This design comes from an exercise in tuning for small area, a short achievable clock period and few clock cycles per item on the open sky130 flow, not from production work.
In this exercise RTL edits were held to simulation tests only and were not proved equivalent to the original.
Power figures rest on the tool's default switching activity, not on a simulated workload.

**flow/config.mk**
```make
export PLATFORM = sky130hd
export DESIGN_NAME = kvx_bal
export DESIGN_NICKNAME = kvx_bal
export VERILOG_FILES = /design/flow/design.v
export SDC_FILE = /design/flow/constraint.sdc
export NUM_CORES = 4
export LEC_CHECK = 0
export ABC_CLOCK_PERIOD_IN_PS = 4300
export CAP_MARGIN = 20
export CORE_MARGIN = 2
export CORE_UTILIZATION = 55
export CTS_CLUSTER_DIAMETER = 100
export CTS_CLUSTER_SIZE = 24
export SLEW_MARGIN = 20
```
**flow/constraint.sdc**
```tcl
create_clock -name core_clock -period 14.0 [get_ports {clk}]
set_input_delay 2.8000 -clock core_clock [delete_from_list [all_inputs] [get_ports {clk}]]
set_output_delay 2.8000 -clock core_clock [all_outputs]
set_load 0.01 [all_outputs]
```
**flow/design.v**
```verilog
module kvx_bal_fetch (
    input  wire [511:0] cur,
    input  wire [31:0]  incl,
    input  wire [2:0]   sel,
    output wire [67:0]  gct,
    output wire [3:0]   ginc
);
    reg [7:0] oh;
    integer j;
    always @(*)
        for (j = 0; j < 8; j = j + 1)
            oh[j] = (sel == j);
    genvar g;
    generate
        for (g = 0; g < 4; g = g + 1) begin : g_grp
            reg [15:0] v;
            reg        on;
            integer    i;
            always @(*) begin
                v  = 16'd0;
                on = 1'b0;
                for (i = 0; i < 8; i = i + 1) begin
                    v  = v  | (cur[128*g + 16*i +: 16] & {16{oh[i] & incl[8*g+i]}});
                    on = on | (incl[8*g+i] & oh[i]);
                end
            end
            assign gct[17*g +: 17] = {on & ~v[15], v[14:0], on};
            assign ginc[g]         = on;
        end
    endgenerate
endmodule
module kvx_bal_p1 (
    input  wire [21:0] acc,
    input  wire [67:0] gct,
    input  wire [3:0]  ginc,
    output wire [21:0] sum,
    output wire [2:0]  cnt
);
    function [43:0] csa;
        input [21:0] a, b, c;
        begin
            csa[21:0]  = a ^ b ^ c;
            csa[43:22] = {((a & b) | (a & c) | (b & c)), 1'b0};
        end
    endfunction
    wire [43:0] l1 = csa({5'd0, gct[16:0]}, {5'd0, gct[33:17]}, {5'd0, gct[50:34]});
    wire [43:0] l2 = csa({5'd0, gct[67:51]}, acc, l1[21:0]);
    wire [43:0] l3 = csa(l1[43:22], l2[21:0], l2[43:22]);
    assign sum = l3[21:0] + l3[43:22];
    assign cnt = ginc[0] + ginc[1] + ginc[2] + ginc[3];
endmodule
module kvx_bal_div2 (
    input  wire [21:0] a,
    input  wire [5:0]  n,        
    input  wire [6:0]  n3,       
    output wire [21:0] y
);
    wire [7:0] e1 = {1'b0, n, 1'b0};
    wire [7:0] e2 = {n, 2'b00};
    wire [7:0] e3 = {n3, 1'b0};
    function [21:0] step;
        input [21:0] v;
        input [7:0]  d1, d2, d3;
        reg   [7:0]  t;
        reg   [8:0]  s1, s2, s3;
        reg   [5:0]  r;
        reg   [1:0]  q;
        begin
            t  = {v[21:16], v[15:14]};
            s1 = {1'b0, t} - {1'b0, d1};
            s2 = {1'b0, t} - {1'b0, d2};
            s3 = {1'b0, t} - {1'b0, d3};
            if (!s3[8])      begin r = s3[5:0]; q = 2'd3; end
            else if (!s2[8]) begin r = s2[5:0]; q = 2'd2; end
            else if (!s1[8]) begin r = s1[5:0]; q = 2'd1; end
            else             begin r = t[5:0];  q = 2'd0; end
            step = {r, v[13:0], q};
        end
    endfunction
    assign y = step(step(a, e1, e2, e3), e1, e2, e3);
endmodule
module kvx_bal_mul (
    input  wire [15:0]        k,
    input  wire signed [16:0] d,
    output wire [34:0]        s,
    output wire [34:0]        cy
);
    wire [18:0] kb = {2'b00, k, 1'b0};
    localparam [34:0] KC = 35'd67109500 - ((35'd1 << 17) * 35'd87381);
    reg [34:0] row [0:8];
    reg [34:0] nrow;
    integer i;
    reg one, two, neg;
    reg [17:0] pp;
    always @(*) begin
        nrow = 35'd0;
        for (i = 0; i < 9; i = i + 1) begin
            one = kb[2*i+1] ^ kb[2*i];
            two = (kb[2*i+2] & ~kb[2*i+1] & ~kb[2*i]) | (~kb[2*i+2] & kb[2*i+1] & kb[2*i]);
            neg = kb[2*i+2] & ~(kb[2*i+1] & kb[2*i]);
            pp  = ({d[16], d} & {18{one}}) | ({d, 1'b0} & {18{two}});
            pp  = pp ^ {18{neg}};
            row[i] = {17'd0, ~pp[17], pp[16:0]} << (2*i);
            nrow[2*i] = neg;
        end
    end
    function [69:0] csa;
        input [34:0] a, b, c;
        begin
            csa[34:0]  = a ^ b ^ c;
            csa[69:35] = {((a & b) | (a & c) | (b & c)), 1'b0};
        end
    endfunction
    wire [69:0] l1a = csa(row[0], row[1], row[2]);
    wire [69:0] l1b = csa(row[3], row[4], row[5]);
    wire [69:0] l1c = csa(row[6], row[7], row[8]);
    wire [69:0] l2a = csa(l1a[34:0], l1a[69:35], l1b[34:0]);
    wire [69:0] l2b = csa(l1b[69:35], l1c[34:0], l1c[69:35]);
    wire [69:0] l2c = csa(nrow, KC, l2a[34:0]);
    wire [69:0] l3a = csa(l2a[69:35], l2b[34:0], l2b[69:35]);
    wire [69:0] l3b = csa(l2c[34:0], l2c[69:35], l3a[34:0]);
    wire [69:0] l4a = csa(l3a[69:35], l3b[34:0], l3b[69:35]);
    assign s  = l4a[34:0];
    assign cy = l4a[69:35];
endmodule
module kvx_bal_q1 (
    input  wire [34:0] ms,
    input  wire [34:0] mc,
    output wire [18:0] w,
    output wire [16:0] h,
    output wire        sh,
    output wire        sl
);
    wire [34:0] u  = ms + mc;                  
    wire [10:0] ls = ms[9:0] + mc[9:0];
    assign h  = ms[26:10] + mc[26:10];
    assign w  = {h, 1'b0} + h + ls[10:3];
    assign sl = u[34] | ~(|u[33:24]);
    assign sh = ~u[34] & (|u[33:27]);
endmodule
module kvx_bal_q2 (
    input  wire [18:0] w,
    output wire [11:0] f
);
    function [47:0] csa;
        input [23:0] a, b, c;
        begin
            csa[23:0]  = a ^ b ^ c;
            csa[47:24] = {((a & b) | (a & c) | (b & c)), 1'b0};
        end
    endfunction
    wire [39:0] w0 = {21'd0, w};
    wire [39:0] r0 = w0 << 19, r1 = w0 << 14, r2 = ~(w0 << 12), r3 = w0 << 8,
                r4 = w0 << 5,  r5 = w0 << 3,  r6 = ~w0;
    wire [47:0] l1a = csa(r0[39:16] | 24'd7, r1[39:16], r2[39:16]);
    wire [47:0] l1b = csa(r3[39:16], r4[39:16], r5[39:16]);
    wire [47:0] l2a = csa(l1a[23:0], l1a[47:24], l1b[23:0]);
    wire [47:0] l2b = csa(l1b[47:24], r6[39:16], l2a[47:24]);
    wire [47:0] l3a = csa(l2a[23:0], l2b[23:0], l2b[47:24]);
    wire [23:0] pr  = l3a[23:0] + l3a[47:24];
    assign f = pr[21:10];
endmodule
module kvx_bal_pa (
    input  wire [15:0] v,        
    input  wire        add,
    input  wire [16:0] h,
    input  wire [11:0] f,
    input  wire        sh,
    input  wire        sl,
    output wire [18:0] s
);
    wire [18:0] sum = {{3{v[15]}}, v} + {2'd0, h} + {7'd0, f} - 19'd67109;
    assign s = !add ? {{3{v[15]}}, v} :
               sh   ? 19'sd131072 :
               sl   ? -19'sd131072 : sum;
endmodule
module kvx_bal_pb (
    input  wire [18:0] s,
    input  wire        clamp,
    input  wire        sub,
    input  wire [15:0] m,
    input  wire [13:0] tmax,
    output wire [15:0] t
);
    wire signed [18:0] ss = s;
    wire signed [14:0] tp = {1'b0, tmax};
    wire signed [15:0] cl = (ss > tp) ? tp : (ss < -tp) ? -tp : ss[15:0];
    wire signed [15:0] sm = s[15:0] - m;
    wire signed [15:0] bv = sub ? sm : s[15:0];
    assign t   = clamp ? cl : bv;
endmodule
module kvx_bal_pm (
    input  wire [15:0] v,
    input  wire        sub,
    input  wire [15:0] m,
    output wire [15:0] t
);
    assign t = v - (m & {16{sub}});
endmodule
module kvx_bal_chk (
    input  wire [15:0] v,
    input  wire [13:0] tmax,
    output wire        bad
);
    wire signed [14:0] tp = {1'b0, tmax};
    assign bad = ($signed(v) >= tp) || ($signed(v) <= -tp);
endmodule
module kvx_bal (
    input  wire         clk,
    input  wire         rst,
    input  wire         cfg_we,
    input  wire [1:0]   cfg_addr,
    input  wire [15:0]  cfg_data,
    input  wire         in_valid,
    output wire         in_ready,
    input  wire [31:0]  in_incl,
    input  wire [511:0] in_cur,
    output reg          out_valid,
    output reg          out_changed,
    output reg          out_bal_err,
    output wire [511:0] out_trims
);
    localparam integer LAT  = 6;              
    localparam integer F2S  = 11;             
    localparam integer P2S  = F2S + LAT;      
    localparam integer D2S  = P2S + 33;       
    localparam integer P3S  = D2S + 4;        
    localparam integer DONE = P3S + 8;        
    reg [15:0]  k_bal;
    reg [13:0]  tmax;
    reg [511:0] ring;
    reg [2:0]   ext;                          
    reg [4:0]   c;
    reg [31:0]  clr;
    reg         busy;
    reg [6:0]   e;
    assign out_trims = ring;
    reg         rdy;                          
    assign in_ready  = rdy;
    wire start = in_valid & ~busy;
    wire        cw_we   = cfg_we;
    wire [1:0]  cw_addr = cfg_addr;
    wire [15:0] cw_data = cfg_data;
    reg  [2:0]  sel;
    reg  [67:0] gr;
    reg  [3:0]  ginc;
    wire [67:0] gct_w;
    wire [3:0]  ginc_w;
    kvx_bal_fetch u_fetch (.cur(in_cur), .incl(in_incl), .sel(sel),
                           .gct(gct_w), .ginc(ginc_w));
    wire [4:0]  c1   = c + 5'd1;
    wire [4:0]  cf   = c + LAT[4:0] + 5'd1;   
    wire [4:0]  c3   = c + 5'd3;
    wire [4:0]  ct   = c + LAT[4:0];   
    wire [6:0]  e1   = e + 7'd1;
    always @(posedge clk) begin
        if (!busy)
            sel <= start ? 3'd1 : 3'd0;
        else if (out_valid)
            sel <= 3'd0;
        else if (e1 <= 7'd6)
            sel <= e1[2:0] + 3'd1;
        else if (e1 >= F2S && e1 < F2S + 32)
            sel <= ~cf[2:0];
        else if (e1 >= P3S - 2 && e1 < P3S + 6)
            sel <= ~c3[2:0];
        else
            sel <= 3'd0;
        gr   <= gct_w;
        ginc <= ginc_w;
    end
    reg  [21:0] acc;
    reg  [5:0]  n;
    reg  [6:0]  n3;
    reg         chg;
    reg  [15:0] iavg;
    wire [21:0] p1sum;
    wire [2:0]  p1cnt;
    kvx_bal_p1 u_p1 (.acc(acc), .gct(gr), .ginc(ginc), .sum(p1sum), .cnt(p1cnt));
    wire [21:0] acc_div;
    kvx_bal_div2 u_div (.a(acc), .n(n), .n3(n3), .y(acc_div));
    reg  [1:0]  tg;
    reg         fw;
    reg  signed [16:0] d1;
    reg         v1;
    reg  [34:0] ms, mc;
    reg         v2;
    reg  [18:0] w3r;
    reg  [16:0] h3r;
    reg         sh3, sl3, v3;
    reg  [11:0] f4;
    reg  [16:0] hq4;
    reg         sh4, sl4, v4;
    reg         v5;
    wire [34:0] mso, mco;
    kvx_bal_mul u_mul (.k(k_bal), .d(d1), .s(mso), .cy(mco));
    wire [18:0] q1w;
    wire [16:0] q1h;
    wire        q1sh, q1sl;
    kvx_bal_q1 u_q1 (.ms(ms), .mc(mc), .w(q1w), .h(q1h), .sh(q1sh), .sl(q1sl));
    wire [11:0] q2f;
    kvx_bal_q2 u_q2 (.w(w3r), .f(q2f));
    wire [16:0] gtm  = gr[17*tg +: 17];
    wire [15:0] gsel = {~gtm[16], gtm[15:1]};    
    always @(posedge clk) begin
        tg   <= ~ct[4:3];
        d1   <= $signed(iavg) - $signed(gsel);
        v1   <= fw & chg & ginc[tg] & ~rst;
        ms   <= mso;
        mc   <= mco;
        v2   <= v1 & ~rst;
        w3r  <= q1w;
        h3r  <= q1h;
        sh3  <= q1sh;
        sl3  <= q1sl;
        v3   <= v2 & ~rst;
        f4   <= q2f;
        hq4  <= h3r;
        sh4  <= sh3;
        sl4  <= sl3;
        v4   <= v3 & ~rst;
        v5   <= v4 & ~rst;
    end
    reg         cl;                         
    reg  [3:0]  do3;                        
    wire [15:0] mm = {~acc[15], acc[14:0]};
    wire [15:0] s30 = cl ? 16'd0 : ring[16*30 +: 16];
    wire [18:0] s31n;
    kvx_bal_pa u_pa (.v(s30), .add(v4), .h(hq4), .f(f4), .sh(sh4), .sl(sl4), .s(s31n));
    wire [15:0] pt [0:3];
    kvx_bal_pb u_pb (.s({ext, ring[16*31 +: 16]}), .clamp(v5), .sub(do3[3]), .m(mm),
                     .tmax(tmax), .t(pt[3]));
    genvar gj;
    generate
        for (gj = 0; gj < 3; gj = gj + 1) begin : g_pm
            kvx_bal_pm u_pm (.v(ring[16*(8*gj+7) +: 16]), .sub(do3[gj]), .m(mm),
                             .t(pt[gj]));
        end
    endgenerate
    reg vt;
    integer s;
    always @(posedge clk) begin
        for (s = 1; s < 31; s = s + 1)
            if (s % 8 != 0)
                ring[16*s +: 16] <= ring[16*(s-1) +: 16];
        {ext, ring[16*31 +: 16]} <= s31n;
        ring[16*8  +: 16] <= pt[0];
        ring[16*16 +: 16] <= pt[1];
        ring[16*24 +: 16] <= pt[2];
        ring[0     +: 16] <= pt[3];
        vt <= v5;
    end
    wire [4:0] pn  = ~c1;                       
    wire [4:0] pn0 = ~c1 - 5'd1;                
    wire       w3n = busy && chg && e1 >= P3S && e1 < P3S + 8;
    integer    j;
    always @(posedge clk) begin
        cl <= clr[pn0];
        for (j = 0; j < 4; j = j + 1)
            do3[j] <= w3n & ginc[pn[4:3] + j[1:0] + 2'd1];
        fw <= busy && e1 >= F2S + 1 && e1 < F2S + 33;
    end
    always @(posedge clk) begin
        if (rst) begin
            k_bal       <= 16'd0;
            tmax        <= 14'd0;
            c           <= 5'd0;
            clr         <= 32'hFFFF_FFFF;
            busy        <= 1'b0;
            rdy         <= 1'b1;
            e           <= 7'd0;
            out_valid   <= 1'b0;
            out_changed <= 1'b0;
            out_bal_err <= 1'b0;
            chg         <= 1'b0;
        end else begin
            if (cw_we && cw_addr == 2'd3)
                c <= 5'd1;
            else
                c <= c1;
            if (cl)
                clr[~c - 5'd1] <= 1'b0;
            if (cw_we) begin
                case (cw_addr)
                    2'd0: k_bal <= cw_data;
                    2'd1: tmax  <= cw_data[13:0];
                    2'd2: clr[cw_data[4:0]] <= 1'b1;
                    default: clr <= 32'hFFFF_FFFF;
                endcase
            end
            out_valid <= busy && !out_valid && e >= DONE - 1 && c == 5'd31;
            if (start) begin
                busy <= 1'b1;
                rdy  <= 1'b0;
                e    <= 7'd0;
            end else if (busy) begin
                if (out_valid) begin
                    busy <= 1'b0;
                    rdy  <= 1'b1;
                end
                if (e != 7'h7F)
                    e <= e1;
            end
            if (busy && e == 7'd8) begin
                chg         <= (n >= 6'd2);
                out_changed <= (n >= 6'd2);
            end
            if (busy && e == P3S)
                out_bal_err <= errn | (chg & (~ea[17] | eb[17]));
        end
    end
    reg         errn;
    reg  [15:0] tmx, tmn;
    wire        bad0;
    kvx_bal_chk u_chk (.v(ring[15:0]), .tmax(tmax), .bad(bad0));
    wire signed [17:0] ea = $signed(tmx) - $signed(mm) - $signed({4'd0, tmax});
    wire signed [17:0] eb = $signed(tmn) - $signed(mm) + $signed({4'd0, tmax}) - 18'sd1;
    always @(posedge clk) begin
        if (busy && e == P2S) begin
            errn <= 1'b0;
            tmx  <= 16'h8000;
            tmn  <= 16'h7FFF;
        end else if (busy && e > P2S && e <= P2S + 32) begin
            if (vt) begin
                if ($signed(ring[15:0]) > $signed(tmx))
                    tmx <= ring[15:0];
                if ($signed(ring[15:0]) < $signed(tmn))
                    tmn <= ring[15:0];
            end else if (bad0)
                errn <= 1'b1;
        end
    end
    always @(posedge clk) begin
        if (!busy) begin
            acc <= 22'd0;
            n   <= 6'd0;
            n3  <= 7'd0;
        end else if (e < 7'd8) begin
            acc <= p1sum;
            n   <= n + p1cnt;
            n3  <= n3 + p1cnt + {p1cnt, 1'b0};
        end else if (e < 7'd12) begin
            acc <= acc_div;
        end else if (e == P2S) begin
            acc <= 22'd0;
        end else if (e > P2S && e <= P2S + 32) begin
            if (vt)
                acc <= acc + {~ring[15], ring[14:0], 1'b1};
        end else if (e >= D2S && e < D2S + 4) begin
            acc <= acc_div;
        end
        if (busy && e == 7'd11)
            iavg <= {~acc_div[15], acc_div[14:0]};
    end
endmodule
```
**flow/flow/run.sh**
```bash
#!/bin/bash
# Layout: the standard flow (standard.sh, all steps), except that
#  - every input and output port is buffered with sky130_fd_sc_hd__buf_1
#    instead of the cell buffer_ports picks by itself;
set -euo pipefail
export BUFFER_PORTS_ARGS="-buffer_cell sky130_fd_sc_hd__buf_1"
export SETUP_SLACK_MARGIN=9.65
bash standard.sh > standard.log 2>&1
```
**flow/standard.sh**
```bash
#!/bin/bash
# synth_recipe.tcl (not shown) runs the flow's synth.tcl, then flattens the netlist and writes it again
# the make line also repeats each setting of config.mk as NAME=value (left out here)
make -C /OpenROAD-flow-scripts/flow DESIGN_CONFIG=/design/flow/config.mk WORK_HOME=/design/flow/orfs CLKGATE_MAP_FILE= SYNTH_SCRIPT=/design/flow/synth_recipe.tcl "${@:-finish}"
```
==> results of run 1 <==
## sequential cells by signal (all words and copies together) (netlist names), 12 cells and up
signal	cells
acc	22
clr	32
d1	17
f4	12
gr	65
h3r	17
hq4	17
iavg	16
k_bal	16
mc	31
ms	32
ring	512
tmax	14
tmn	16
tmx	16
w3r	19
## placed cells by master (no fill, tap or decap), types with 62 or more instances in the layout
cell type  count
buf_4         87
ha_1         516
o21ai_0      150
nand3_1       79
a21oi_1      188
nor2b_1       71
nand4_1       92
a21o_1        73
buf_1       1073
inv_1        596
a22oi_1      358
dfxtp_1      831
and2_1        66
nand2_1      357
fa_1         274
xnor2_1      216
nor3_1        62
nor2_1       247
xor2_1       131
## repair_timing
item | in CTS | in global routing
pin swaps | 29 | 32
gates resized for setup | 100 | 74
buffers inserted | 17 | 25
endpoints found under the setup margin | 106 | 57
cloned | 2 | 0
## kinds of logic (layout without fill, tap and decap cells)
kind of cell | count (synthesis) | count (layout) | share of synthesized area [%]
AND/OR/NAND/NOR | 1174 | 1174 | 11.0
AO/OA/AOI/OAI | 1169 | 1171 | 15.7
flip-flops | 912 | 912 | 35.5
buffers and inverters | 842 | 1846 | 6.14
adder cells (fa/ha/maj) | 806 | 806 | 23.5
XOR/XNOR | 351 | 351 | 5.92
multiplexers | 79 | 79 | 2.23
other | 0 | 27 | 0
## critical path: cells and delay by family, from the launching register on
| kind | cells | cell delay (ns) |
|---|---|---|
| compound gates | 4 | 0.83 |
| fa+ha+maj | 5 | 2.07 |
| buf+inv | 8 | 0.73 |
| flops | 1 | 0.36 |
| simple gates | 3 | 0.31 |
## Yosys cell counts, types with 23 or more instances
cell	instances	area (sq um)
dfxtp_1	896	17900
inv_1	604	2270
ha_1	527	6590
a22oi_1	358	2690
nand2_1	358	1340
fa_1	279	5590
nor2_1	248	931
xnor2_1	218	1910
clkbuf_1	205	769
a21oi_1	194	971
o21ai_0	153	766
xor2_1	133	1160
nand4_1	92	576
nand3_1	80	400
nor2b_1	76	475
a21o_1	73	548
nor3_1	68	340
and2_1	67	419
nand2b_1	59	369
o21a_1	50	375
mux2i_1	46	460
a31oi_1	38	238
and3_1	36	225
a221o_1	33	330
a211oi_1	29	218
mux4_2	29	653
nor4_1	23	144
## layout make-up
class                           instances  area (sq um)  share of cell area [%]
Multi-Input combinational cell       3581         30700                    51.8
Sequential cell                       912         18500                    31.2
Timing Repair Buffer                 1174          4790                    8.07
Inverter                              608          2310                    3.89
Tap cell                             1254          1570                    2.64
Clock buffer                           51          1190                    2.01
Clock inverter                         13           184                   0.310
Antenna cell                           27          67.6                   0.114
## worst paths after layout
| check | slack [ns] | to | depth (start not counted) |
|---|---|---|---|
| min reg2reg | 0.32 | hq4[1]$_DFF_P_ | 0 |
| max reg2reg | 9.58 | f4[7]$_DFF_P_ | 20 |
| min | 0.32 | hq4[1]$_DFF_P_ | 0 |
| max | 9.58 | f4[7]$_DFF_P_ | 20 |
## per-layer routing
layer  global-route usage, %  up-vias  wire [microns]  part of all wire (%)
li1                        -    20400               -                     -
met1                    55.6    22700           83600                    38
met2                    64.6     2871           93900                    43
met3                    14.9      645           27200                    12
met4                    25.1       38           15200                   6.9
met5                       0        -             238                  0.11
## stage by stage
step	utilization [%]	setup WS, ns	hold slack, ns	cell area [sq um]	instances
after CTS	62.9	9.50	0.321	58800	7568
after global routing	63.4	9.40	0.337	59300	7600
final	63.5	9.58	0.317	59400	7620
after floorplan	-	9.68	0.310	51900	5333
after detailed placement	61.0	8.93	0.313	57100	7485
after global placement	61.0	9.04	0.310	57100	7485
## where the power goes
part	leakage [nW]	internal, mW	total [mW]	switching, mW
clock network	0.672	0.651	1.54	0.893
registers	7.55	3.36	4.08	0.727
logic	17.0	4.72	10.8	6.07
total	25.3	8.73	16.4	7.69
==> flow_summary.json, run 1 <==
{
  "slew_headroom_pct": 18.5,
  "ioPinCount": 1082,
  "avgSynthCellArea_sq_um": 9.73,
  "crit_path_top_delay_cell": "fa_1",
  "powerDensity_nw_per_um2": 277,
  "clkSlewWorstSetupHoldPaths_ns": 0.09,
  "clock_path_buffers": 3,
  "hold_start": "h3r[1]$_DFF_P_",
  "hp-class": "register to register",
  "finalHoldViolCount": 0,
  "synth_edf_count": 16,
  "detail_route.vias_per_cell": 6.12,
  "area_growth_pct": 14.3,
  "dieArea_sq_um": 96800,
  "post-route-min-period_ns": 4.42,
  "max-cap-violations": 0,
  "antenna_found_initial": 62,
  "htree_levels": 2,
  "gr-total-overflow": 0,
  "endpoint_kind": "register",
  "grt_pass1_vias": 43500,
  "worstSetupPathType": "register to register",
  "synth_cells": 5333,
  "initial_utilization_pct": 55.5,
  "finalPower_mw": 16.4,
  "fin_skew_ns": 0.0385,
  "ir_drop_mv": 0.379,
  "ys.flop_type": "dfxtp_1",
  "dp_hpwl_microns": 180000,
  "track_usage_pct": 43.7,
  "root_buffer": "clkbuf_16",
  "clkSinkCount": 912,
  "core_sq_um": 93500,
  "gp_congestion": 1.09,
  "cp_common_cell": "buf_6",
  "wl_microns": 220000,
  "finalSetupViolations": 0,
  "tightest_slew_ns": 1.22,
  "rows": 112,
  "maxSlewViolCount": 0,
  "port_buffers": 1081,
  "synthesis.area_sq_um": 51900,
  "routed-via-count": 46700,
  "worstSetupStartpointType": "register",
  "timing.rr.start": "w3r[12]$_DFF_P_",
  "status": "timing/DRC/antenna clean",
  "required_ns": 14.55,
  "ys_types": 94,
  "cts_hold_buf": 0,
  "dr.pass1.iters": 8,
  "yosysSeqAreaShare_pct": 35.5,
  "synth-seq-cells": 912,
  "syn-num-nets": 6705,
  "grt_max_degree": 45,
  "drc": 0,
  "crit_path_start": "w3r[12]$_DFF_P_",
  "detail-route-antenna-nets": 0,
  "drive_above_1_share_pct": 5.82,
  "detail_route.wl_per_cell_microns": 28.9,
  "ys_warn_count": 7,
  "fmax_ghz": 0.226,
  "async_reset_ff_share_pct": 0,
  "rsz0062_at_grt": "true",
  "critPathMaxStageDelay_ns": 0.54,
  "crit_path_cell_trace": "fa_1 -> inv_2 -> fa_2 -> fa_1 -> fa_1 -> inv_1 -> ha_1 -> and4b_1 -> o2111a_1 -> o2111ai_2 -> a21o_1 -> nand3_2 -> buf_4 -> buf_6 -> buf_6 -> buf_6 -> buf_6 -> buf_6 -> a21oi_2 -> nor2_1",
  "filler_cell_count": 7922,
  "layout.nets": 7696,
  "tns_ns": 0,
  "grt_pass1_wl_microns": 306000,
  "cts_tree": "built",
  "cts_buffers": 47,
  "crit_arrival_ns": 4.97,
  "drt_iter0_markers": 5422,
  "fin_crit_sh_pct": 31.6,
  "cp_max_fo": 2,
  "dieHeight_microns": 311,
  "p_leak_nw": 25.3,
  "insertion_delay_ns": 0.68,
  "die_width_microns": 311
}
Testbench counts, summed over its fixed seeds: cycles 82,016, items 1,280.
==> run 2, diff against run 1 <==
--- a/flow/config.mk
+++ b/flow/config.mk
@@ -9,6 +9,6 @@
 export CAP_MARGIN = 20
 export CORE_MARGIN = 2
 export CORE_UTILIZATION = 55
-export CTS_CLUSTER_DIAMETER = 100
-export CTS_CLUSTER_SIZE = 24
+export CTS_CLUSTER_DIAMETER = 70
+export CTS_CLUSTER_SIZE = 30
 export SLEW_MARGIN = 20
==> run 2 against run 1 <==
Compared with the run above: largest cell class unchanged; die area stayed put; clock skew is 0.0084 ns higher; still clean on timing, DRC and antenna; synthesized cell count stayed put; routed wire length is 0.36% higher; global-route usage is 0.087 points higher.
==> flow_summary.json, run 2 <==
{
  "track_usage_pct": 43.8,
  "drc": 0,
  "core_sq_um": 93500,
  "timing.rr.start": "w3r[12]$_DFF_P_",
  "dr.pass1.iters": 6,
  "powerDensity_nw_per_um2": 280,
  "detail-route-antenna-nets": 0,
  "layout.nets": 7705,
  "ys_top_cells_by_count": "dfxtp_1 (896), inv_1 (604), ha_1 (527)",
  "synth_edf_count": 16,
  "clkSlewWorstSetupHoldPaths_ns": 0.10,
  "crit_arrival_ns": 5.06,
  "grt_pass1_wl_microns": 306000,
  "reg_top3": "ring (512), gr (65)",
  "synthTopCellsByArea": "dfxtp_1 (35%), ha_1 (13%), fa_1 (11%)",
  "yosysTopAreaCell": "dfxtp_1",
  "grt_max_degree": 45,
  "detail_route.vias_per_cell": 6.12,
  "routed-via-count": 46800,
  "tns_ns": 0,
  "clock_path_buffers": 3,
  "synth-seq-cells": 912,
  "htree_levels": 2,
  "largest_register_ffs": 512,
  "avgSynthCellArea_sq_um": 9.73,
  "layout_commonest_cell": "buf_1",
  "synthesis.area_sq_um": 51900,
  "yosysSeqAreaShare_pct": 35.5,
  "insertion_delay_ns": 0.70,
  "p_leak_nw": 25.5,
  "utilization_pct": 64.1,
  "port_buffers": 1081,
  "crit_path_cell_trace": "fa_1 -> inv_2 -> fa_2 -> fa_1 -> fa_1 -> inv_1 -> ha_1 -> and4b_1 -> o2111a_1 -> o2111ai_2 -> a21o_1 -> nand3_2 -> and3_4 -> o31a_1 -> o21a_1 -> nor2_1 -> xnor2_1",
  "gp_congestion": 1.09,
  "ir_drop_mv": 0.386,
  "dieArea_sq_um": 96800,
  "fin_skew_ns": 0.0469,
  "grt_pass1_vias": 43600,
  "finalSetupViolations": 0,
  "rsz0062_at_grt": "true",
  "dp_hpwl_microns": 180000,
  "async_reset_ff_share_pct": 0,
  "post-route-min-period_ns": 4.43,
  "yosysTopAreaCellShare_pct": 34.6,
  "whs_path_depth": 0,
  "ioPinCount": 1082,
  "die_width_microns": 311,
  "dieHeight_microns": 311,
  "crit_path_top_delay_cell": "fa_1",
  "wl_microns": 221000,
  "mostFrequentLayoutCells": "buf_1 (1073), dfxtp_1 (829), inv_1 (595)",
  "fmax_ghz": 0.226,
  "hold_start": "h3r[11]$_DFF_P_",
  "reg2reg_depth": 17,
  "status": "timing/DRC/antenna clean",
  "slew_headroom_pct": 14.7,
  "worstSetupStartpointType": "register",
  "synth_cells": 5333,
  "ys_warn_count": 7,
  "regMostFlops": "ring",
  "area_growth_pct": 15.5,
  "root_buffer": "clkbuf_16",
  "ys_types": 94,
  "cts_buffers": 52,
  "finalPower_mw": 16.8,
  "syn-num-nets": 6705,
  "max-cap-violations": 0,
  "worstSetupPathType": "register to register",
  "tightest_slew_ns": 1.28,
  "cp_max_fo": 2,
  "critPathMaxStageDelay_ns": 0.54,
  "maxSlewViolCount": 0,
  "worstHoldEndpoint": "hq4[11]$_DFF_P_",
  "drt_iter0_markers": 5329,
  "cts_tree": "built",
  "rows": 112,
  "initial_utilization_pct": 55.5,
  "antenna_found_initial": 64,
  "regToRegSetupSlack_ns": 9.57,
  "cts_hold_buf": 0,
  "hp-class": "register to register",
  "ys.flop_type": "dfxtp_1",
  "gr-total-overflow": 0,
  "yosysMostFrequentCell": "dfxtp_1",
  "timing.rr.end": "f4[11]$_DFF_P_",
  "required_ns": 14.63,
  "detail_route.wl_per_cell_microns": 28.9,
  "drive_above_1_share_pct": 6.33,
  "cp_common_cell": "fa_1",
  "fin_crit_sh_pct": 31.7,
  "finalHoldViolCount": 0,
  "clkSinkCount": 912,
  "endpoint_kind": "register"
}
-- run 2: worst max-delay path: cells and delay by family, from the launching register on --
family                   cells  cell delay (ns)
adder cells (fa/ha/maj)      5             2.07
AND/OR/NAND/NOR              4             0.55
AO/OA/AOI/OAI                5             1.17
XOR/XNOR                     1             0.12
flip-flops                   1             0.37
buffers and inverters        2             0.08
-- run 2: logic make-up after synthesis --
logic type / synth area share [%]
mux: 2.23
flops: 35.5
fa+ha+maj: 23.5
simple gates: 11.0
buf+inv: 6.14
xor+xnor: 5.92
compound gates: 15.7
-- run 2: cell type report --
cell class	instances	area [sq um]
fill	7855	33500
multi-input combinational	3581	30700
sequential	912	18500
timing repair buffer	1178	4820
inverter	608	2300
tap	1254	1570
clock buffer	54	1330
clock inverter	35	607
antenna	30	75.1
-- run 2: metrics by stage --
step                hold WS (ns)  instance area, sq um  std cells  setup slack (ns)
CTS                        0.336                 59300       7593              9.49
floorplan                  0.310                 51900       5333              9.68
finish                     0.337                 60000       7652              9.57
global placement           0.310                 57100       7485              9.04
global route               0.341                 59900       7627              9.41
detailed placement         0.313                 57100       7485              8.93
-- run 2: worst max path at each step --
stage | startpoint | end | cells past startpoint
global route | w3r[12]$_DFF_P_ | f4[11]$_DFF_P_ | 18
detailed placement | n[1]$_SDFFE_PN0P_ | acc[17]$_SDFFE_PN0P_ | 19
CTS | w3r[12]$_DFF_P_ | f4[11]$_DFF_P_ | 17
finish | w3r[12]$_DFF_P_ | f4[11]$_DFF_P_ | 17
floorplan | n[1]$_SDFFE_PN0P_ | acc[17]$_SDFFE_PN0P_ | 17
global placement | n[1]$_SDFFE_PN0P_ | acc[17]$_SDFFE_PN0P_ | 19
-- run 2: routing by layer --
metal  GRT usage [%]  routed length, microns  up-vias
li1                -                       -    20500
met1            55.2                   83400    22600
met2            64.8                   93800     2982
met3            15.9                   28300      683
met4            24.8                   15300       36
met5               0                     230        -
-- run 2: what timing repair did --
item | 4_1_cts | 5_1_grt
pin swaps | 29 | 43
setup endpoints to repair | 110 | 57
cloned | 2 | 0
setup buffers | 17 | 29
gates resized for setup | 104 | 75
-- run 2: power breakdown --
group | total (mW) | internal [mW] | switching [mW] | leakage [nW]
clock network | 1.87 | 0.823 | 1.05 | 0.928
registers | 4.08 | 3.36 | 0.727 | 7.55
logic | 10.9 | 4.74 | 6.12 | 17.1
total | 16.8 | 8.92 | 7.89 | 25.5

## re-timing with driven ports
How much do the figures lean on ideal ports? The routed layouts below were timed once more, with nothing changed but the port constraints.
Step 1, drivers: a clkbuf_16 drives clk and a buf_2 each remaining input, both assumed.
Step 2 moves the port delays by t, midway between the first and last clock arrival at a register: inputs arrive t later, outputs are due t later. That takes back most of the time a late clock gives input paths.
a / b / c = ideal ports / drivers / drivers and shift; a / b = the first two.
run | shift t [ns] | slack for setup (ns) | worst hold slack (ns)
run 1 | 0.731 | 9.580 / 9.564 / 9.069 | 0.317 / 0.317 / 0.317
run 2 | 0.750 | 9.567 / 9.561 / 9.109 | 0.337 / 0.337 / 0.337
After both steps every run listed still meets setup and hold. For run 1, which loses most, drivers alone change the setup slack by -0.016 ns; drivers and shift together by -0.511 ns.
